From an optimization exercise on the open Yosys and OpenROAD flow, aimed at small area; shortcuts taken in it are not production practice.
Function was not checked in any run shown here: the RTL went through the layout flow alone.

==> flow/design.v, too long to show whole: its modules and the start of the top module <==
// module sdfe_fgroup: 1991 lines
// module sdfe_fa: 3 lines
// module sdfe_ha: 3 lines
module sdfe_fgroup (
    input  wire         clk,
    input  wire         rst,         
    input  wire [1:0]   decim,       
    input  wire [63:0]  oc_lim,      
    input  wire         sd_valid,    
    input  wire [15:0]  sd_bits,     
    output reg          smp_valid,
    output wire [255:0] smp_data,    
    output reg  [3:0]   oc_fault,
    output reg  [3:0]   sd_lost
);
  // ...
==> flow/run.sh <==
#!/bin/bash
# synth_recipe.tcl (not shown) runs the flow's synth.tcl, then flattens the netlist and writes it again
# the make line also repeats each setting of config.mk as NAME=value (left out here)
make -C /OpenROAD-flow-scripts/flow DESIGN_CONFIG=/design/flow/config.mk WORK_HOME=/design/flow/orfs CLKGATE_MAP_FILE= SYNTH_SCRIPT=/design/flow/synth_recipe.tcl finish
==> flow/config.mk <==
export PLATFORM = sky130hd
export DESIGN_NAME = sdfe_fgroup
export DESIGN_NICKNAME = sdfe_fgroup
export VERILOG_FILES = /design/flow/design.v
export SDC_FILE = /design/flow/constraint.sdc
export NUM_CORES = 4
export LEC_CHECK = 0
export CAP_MARGIN = 20
export CORE_MARGIN = 2
export CORE_UTILIZATION = 40
export CTS_BUF_LIST = sky130_fd_sc_hd__clkbuf_4
export PLACE_DENSITY = 0.6
export SLEW_MARGIN = 20
export SYNTH_HIERARCHICAL = 1
export SYNTH_MINIMUM_KEEP_SIZE = 0
==> flow/constraint.sdc <==
create_clock -name core_clock -period 20.0 [get_ports {clk}]
set_input_delay 4.0000 -clock core_clock [delete_from_list [all_inputs] [get_ports {clk}]]
set_output_delay 4.0000 -clock core_clock [all_outputs]
set_load 0.01 [all_outputs]
==> summary.md, run 1 <==
| Metric | Value |
|---|---|
| GRT Util Overall | `0.170` |
| Hold Crit Class | `reg -> reg` |
| Worst slew margin | `0.343` |
| Multi-input combinational cell count | `2334` |
| Clock buf count | `between 600 and 700` |
| RePlAce Congestion | `0.867` |
| Met3 Wirelength | `7730 µm` |
| Leading post-synthesis cells by cell area | `dfxtp_1, fa_1, edfxtp_1, ha_1, nand2_1` |
| # hold bufs at CTS | `0` |
| M1 GR Usage | `0.217` |
| Antenna Nets Post-Route | `0` |
| Cell area after layout | `74000 µm²` |
| Core Area | `between 150000 and 200000 µm²` |
| Crit. Startpoint | `h[0]` |
| RSZ-0062 raised after global routing | `no` |
| Crit path required time | `21.16 ns` |
| GR Overflow Total | `0` |
| Num sequential | `1834` |
| Vias | `35900` |
| Outcome | `timing/DRC/antenna clean` |
| Postcts setup bufs | `0` |
| R2R Path Start | `h[0]` |
| CTS resizes | `0` |
| Slew @ Worst Pin | `0.975 ns` |
| Tap cells | `2058` |
| Mapped Cells | `4509` |
| Post-synth EDFFs | `272` |
| Top cell family by delay on the critical path | `adder cells` |
| Sequential cell area share | `0.533` |
| CP Depth | `44` |
| Slew Viols, Final | `0` |
| Worst stage delay on the critical path | `about 0.67 ns` |
| Buffering overhead | `0.0527` |
| Minimum clock period | `17.58 ns` |
| Max reg flops | `about 1100` |
| Yosys reg bits | `1834` |
==> run 2: changes to the inputs <==
--- a/flow/config.mk
+++ b/flow/config.mk
@@ -8,7 +8,7 @@
 export CAP_MARGIN = 20
 export CORE_MARGIN = 2
 export CORE_UTILIZATION = 40
-export CTS_BUF_LIST = sky130_fd_sc_hd__clkbuf_4
+export CTS_BUF_LIST = sky130_fd_sc_hd__clkbuf_8
 export PLACE_DENSITY = 0.6
 export SLEW_MARGIN = 20
 export SYNTH_HIERARCHICAL = 1
==> summary.md, run 2 <==
| Metric | Value |
|---|---|
| Area occupied by multi-input gates | `21900 µm² (unchanged)` |
| Crit path DAT | `18.40 ns (was 18.74 ns)` |
| Die area | `160000 µm² (unchanged)` |
| Crit-path slowest cell | `ha_2 (unchanged)` |
| Slew @ Worst Pin | `1.07 ns (was 0.975 ns)` |
| Antenna Nets Post-Route | `0 (unchanged)` |
| DR WL met2 | `63100 µm (was 64200 µm)` |
| Worst slew margin | `0.277 (was 0.343)` |
| Crit path required time | `20.86 ns (was 21.16 ns)` |
| Yosys warning count | `11 (unchanged)` |
| Yosys cell types | `89 (unchanged)` |
| DR WL/cell | `18.3 µm (was 17.8 µm)` |
| Filler instances | `13800 (was 14000)` |
| CTS tree | `yes (unchanged)` |
| Num ports | `350 (unchanged)` |
| Count leader, synth | `dfxtp_1 (unchanged)` |
| H-tree depth | `5 (unchanged)` |
| Post-synth top area share | `0.499 (unchanged)` |
| CTS resizes | `0 (unchanged)` |
| Layout cells sized above 1 | `0.105 (was 0.148)` |
| Max Root-Sink Buffers | `4 (unchanged)` |
| Met3 Wirelength | `7150 µm (was 7730 µm)` |
| Async SR Flop Fraction | `0 (unchanged)` |
| RSZ-0062 raised after global routing | `no (unchanged)` |
| Synth-to-layout area growth | `18.4% (was 17.9%)` |
| Postcts setup bufs | `0 (unchanged)` |
| CTS Buf Count | `296 (was 447)` |
| Period utilisation layout | `0.877 (was 0.879)` |
| Fmax | `57.0 MHz (was 56.9 MHz)` |
| Final WL | `134000 µm (was 135000 µm)` |
| Crit-path max FO | `31 (unchanged)` |
| Top_reg_cell synth | `dfxtp_1 (unchanged)` |
| GRT Util Overall | `0.168 (was 0.170)` |
| Yosys reg bits | `1834 (unchanged)` |
| Largest Register | `ring (unchanged)` |
| Minimum clock period | `17.54 ns (was 17.58 ns)` |
| FP Rows | `145 (unchanged)` |
| Mapped cell area | `62700 µm² (unchanged)` |
| Clock sinks | `1834 (unchanged)` |
| Synth top cells by count | `dfxtp_1, fa_1, nand2_1 (unchanged)` |
| Core Area | `156000 µm² (unchanged)` |
| Worst Reg-to-Reg Cells | `43 (was 44)` |
| Max reg flops | `1136 (unchanged)` |
| Top Layer Used | `met5 (unchanged)` |
| Residual DRC | `0 (unchanged)` |
| Post-synth EDFFs | `272 (unchanged)` |
| Via density per instance | `4.75 (was 4.72)` |
| Antenna violations before repair | `4 (unchanged)` |
| GR Overflow Total | `0 (unchanged)` |
| Post-Layout Cell Count | `7324 (was 7595)` |
| Iteration-0 DRC Markers | `2077 (was 2089)` |
| Vias | `34800 (was 35900)` |
| Most Frequent Cell on Critical Path | `fa_1 (unchanged)` |
| Seq/Total Area, Yosys | `0.629 (unchanged)` |
| Synthesized Nets | `5222 (unchanged)` |
| First-pass GRT wire length | `207000 µm (was 210000 µm)` |
| Outcome | `timing/DRC/antenna clean (unchanged)` |
| Worst stage delay on the critical path | `0.68 ns (was 0.67 ns)` |
| NumNets Final | `5770 (was 5921)` |
| Clock latency (worst-skew pair) | `1.00 ns (was 1.33 ns)` |
| Clock transition at path regs | `0.06 ns (was 0.07 ns)` |
| Final Setup Violations | `0 (unchanged)` |
| Commonest non-fill, non-tap cell in the layout | `dfxtp_1 (unchanged)` |
| Initial Util | `0.402 (unchanged)` |
| Largest regs | `ring x1136, orng x256, sbuf x256 (unchanged)` |
| Die width | `400 µm (unchanged)` |
| Hold Path Stages | `0 (unchanged)` |
| Sequential Area | `39400 µm² (unchanged)` |
| Hold Crit Class | `reg -> reg (unchanged)` |
| Leading post-synthesis cells by cell area | `dfxtp_1, fa_1, edfxtp_1, ha_1, nand2_1 (unchanged)` |
| RePlAce Congestion | `0.867 (unchanged)` |
| TritonRoute pass-1 iters | `5 (was 6)` |
| Commonest non-fill, non-tap cells in the layout | `dfxtp_1, fa_1, clkbuf_8 (was dfxtp_1, clkbuf_4, fa_1)` |
| Startpoint types | `flip-flop (unchanged)` |
| M1 wire length | `59700 µm (was 59500 µm)` |
| Chip height | `400 µm (unchanged)` |
| Inst Count DP | `6817 (unchanged)` |
| Skew final | `0.106 ns (was 0.163 ns)` |
| Port buffer count | `349 (unchanged)` |
| Slew Viols, Final | `0 (unchanged)` |
| Endpoints failing hold | `0 (unchanged)` |
| Worst Setup Path Type | `reg -> reg (unchanged)` |
| Setup TNS Final | `0 ns (unchanged)` |
| Hpwl dp | `94900 µm (unchanged)` |
| Number of global-route vias before repair | `36100 (was 37500)` |
| # hold bufs at CTS | `0 (unchanged)` |
| Mapped Cells | `4509 (unchanged)` |
| # Max-Cap Violations | `0 (unchanged)` |
| Mean Syn Cell Area | `13.9 µm² (unchanged)` |
| Largest net degree at the start of global routing | `105 (unchanged)` |
| Crit end category | `flip-flop (unchanged)` |
| CTS Root Cell | `clkbuf_8 (was clkbuf_4)` |
| Yosys top cell by area | `dfxtp_1 (unchanged)` |
-- run 2: cell counts after synthesis --
Identical to the previous run, type by type.
-- run 2: stage by stage --
stage	util	area (µm²)	setup slack, ns	hold WS [ns]
2_1_floorplan	-	62700	3.67	0.310
3_3_place_gp	0.439	68500	2.18	0.310
3_5_place_dp	0.439	68500	2.11	0.312
4_1_cts	0.476	74200	2.42	0.261
5_1_grt	0.476	74200	1.82	0.263
6_report	0.476	74300	2.46	0.260
-- run 2: per-module statistics from Yosys (local to each module, per instance) --
module	area [µm²]	copies in the design	flops+latches
sdfe_fa	20.0	457	0
sdfe_fgroup	52700	1	1834
sdfe_ha	12.5	68	0
-- run 2: area by class of cell --
| type | count | share of cell area |
|---|---|---|
| flip-flops and latches | 1834 | 0.531 |
| multi-input cells | 2334 | 0.295 |
| clock buffers | 364 | 0.0675 |
| repair buffers | 402 | 0.0525 |
| well taps | 2058 | 0.0347 |
| inverters | 189 | 0.00966 |
| clock inverters | 134 | 0.00947 |
| diodes | 9 | 0.000303 |
-- run 2: critical path, delay by kind of cell, from the launching register on --
kind | cells | cell delay, ns
AOI/OAI and AO/OA | 1 | 0.15
adders and majority gates | 33 | 14.65
buffers and inverters | 5 | 0.72
DFF | 1 | 0.35
muxes | 1 | 0.50
and+or+nand+nor | 3 | 1.04
-- run 2: cells by family (layout without fill, tap and decap cells) --
kind of cell | after synthesis | in the layout | share of synthesized area
AND/OR/NAND/NOR | 991 | 991 | 0.0780
AO/OA/AOI/OAI | 554 | 554 | 0.0617
flip-flops | 1834 | 1834 | 0.629
XOR/XNOR | 87 | 87 | 0.0121
buffers and inverters | 341 | 1089 | 0.0229
other | 0 | 9 | 0
multiplexers | 74 | 74 | 0.0162
adder cells (fa/ha/maj) | 628 | 628 | 0.180
-- run 2: worst paths after layout --
check	startpoint	endpoint	slack [ns]
min reg2reg	ring[10][39]	ring[9][39]	0.26
min	ring[10][39]	ring[9][39]	0.26
max reg2reg	h[0]	ring[15][24]	2.46
max	h[0]	ring[15][24]	2.46
-- run 2: layer usage --
metal  vias up  GRT usage
met2       936      0.274
met4         4     0.0663
met3       297     0.0362
met1     17300      0.219
met5         -          0
li1      16300          -

-- separate check: timing with driven ports --
How much do the figures lean on ideal ports? The routed layouts below were timed once more, with nothing changed but the port constraints.
Step 1 (the two cells are an assumption about what drives the block):
set clk [get_ports {clk}]
set_driving_cell -lib_cell sky130_fd_sc_hd__clkbuf_16 $clk
set_driving_cell -lib_cell sky130_fd_sc_hd__buf_2 [delete_from_list [all_inputs] $clk]
Step 2, shift: input delay + t, output delay - t, t = (earliest + latest rising clock arrival at the registers) / 2. This alone moves slack from input paths to output paths.
a / b / c = ideal ports / drivers / drivers and shift; a / b = the first two.
| run | t, ns | setup WS [ns] | hold slack, ns | worst setup path at the end | slew at the worst register clock pin (ns) |
|---|---|---|---|---|---|
| run 1 | 1.334 | 2.422 / 2.422 / 1.957 | 0.203 / 0.203 / 0.203 | input to register | 0.08 / 0.08 |
| run 2 | 1.026 | 2.460 / 2.460 / 1.993 | 0.260 / 0.260 / 0.260 | input to register | 0.07 / 0.07 |
After both steps every run listed still meets setup and hold. The setup slack of run 2, which loses most, moves by 0.000 ns with the drivers and by -0.467 ns with both steps.
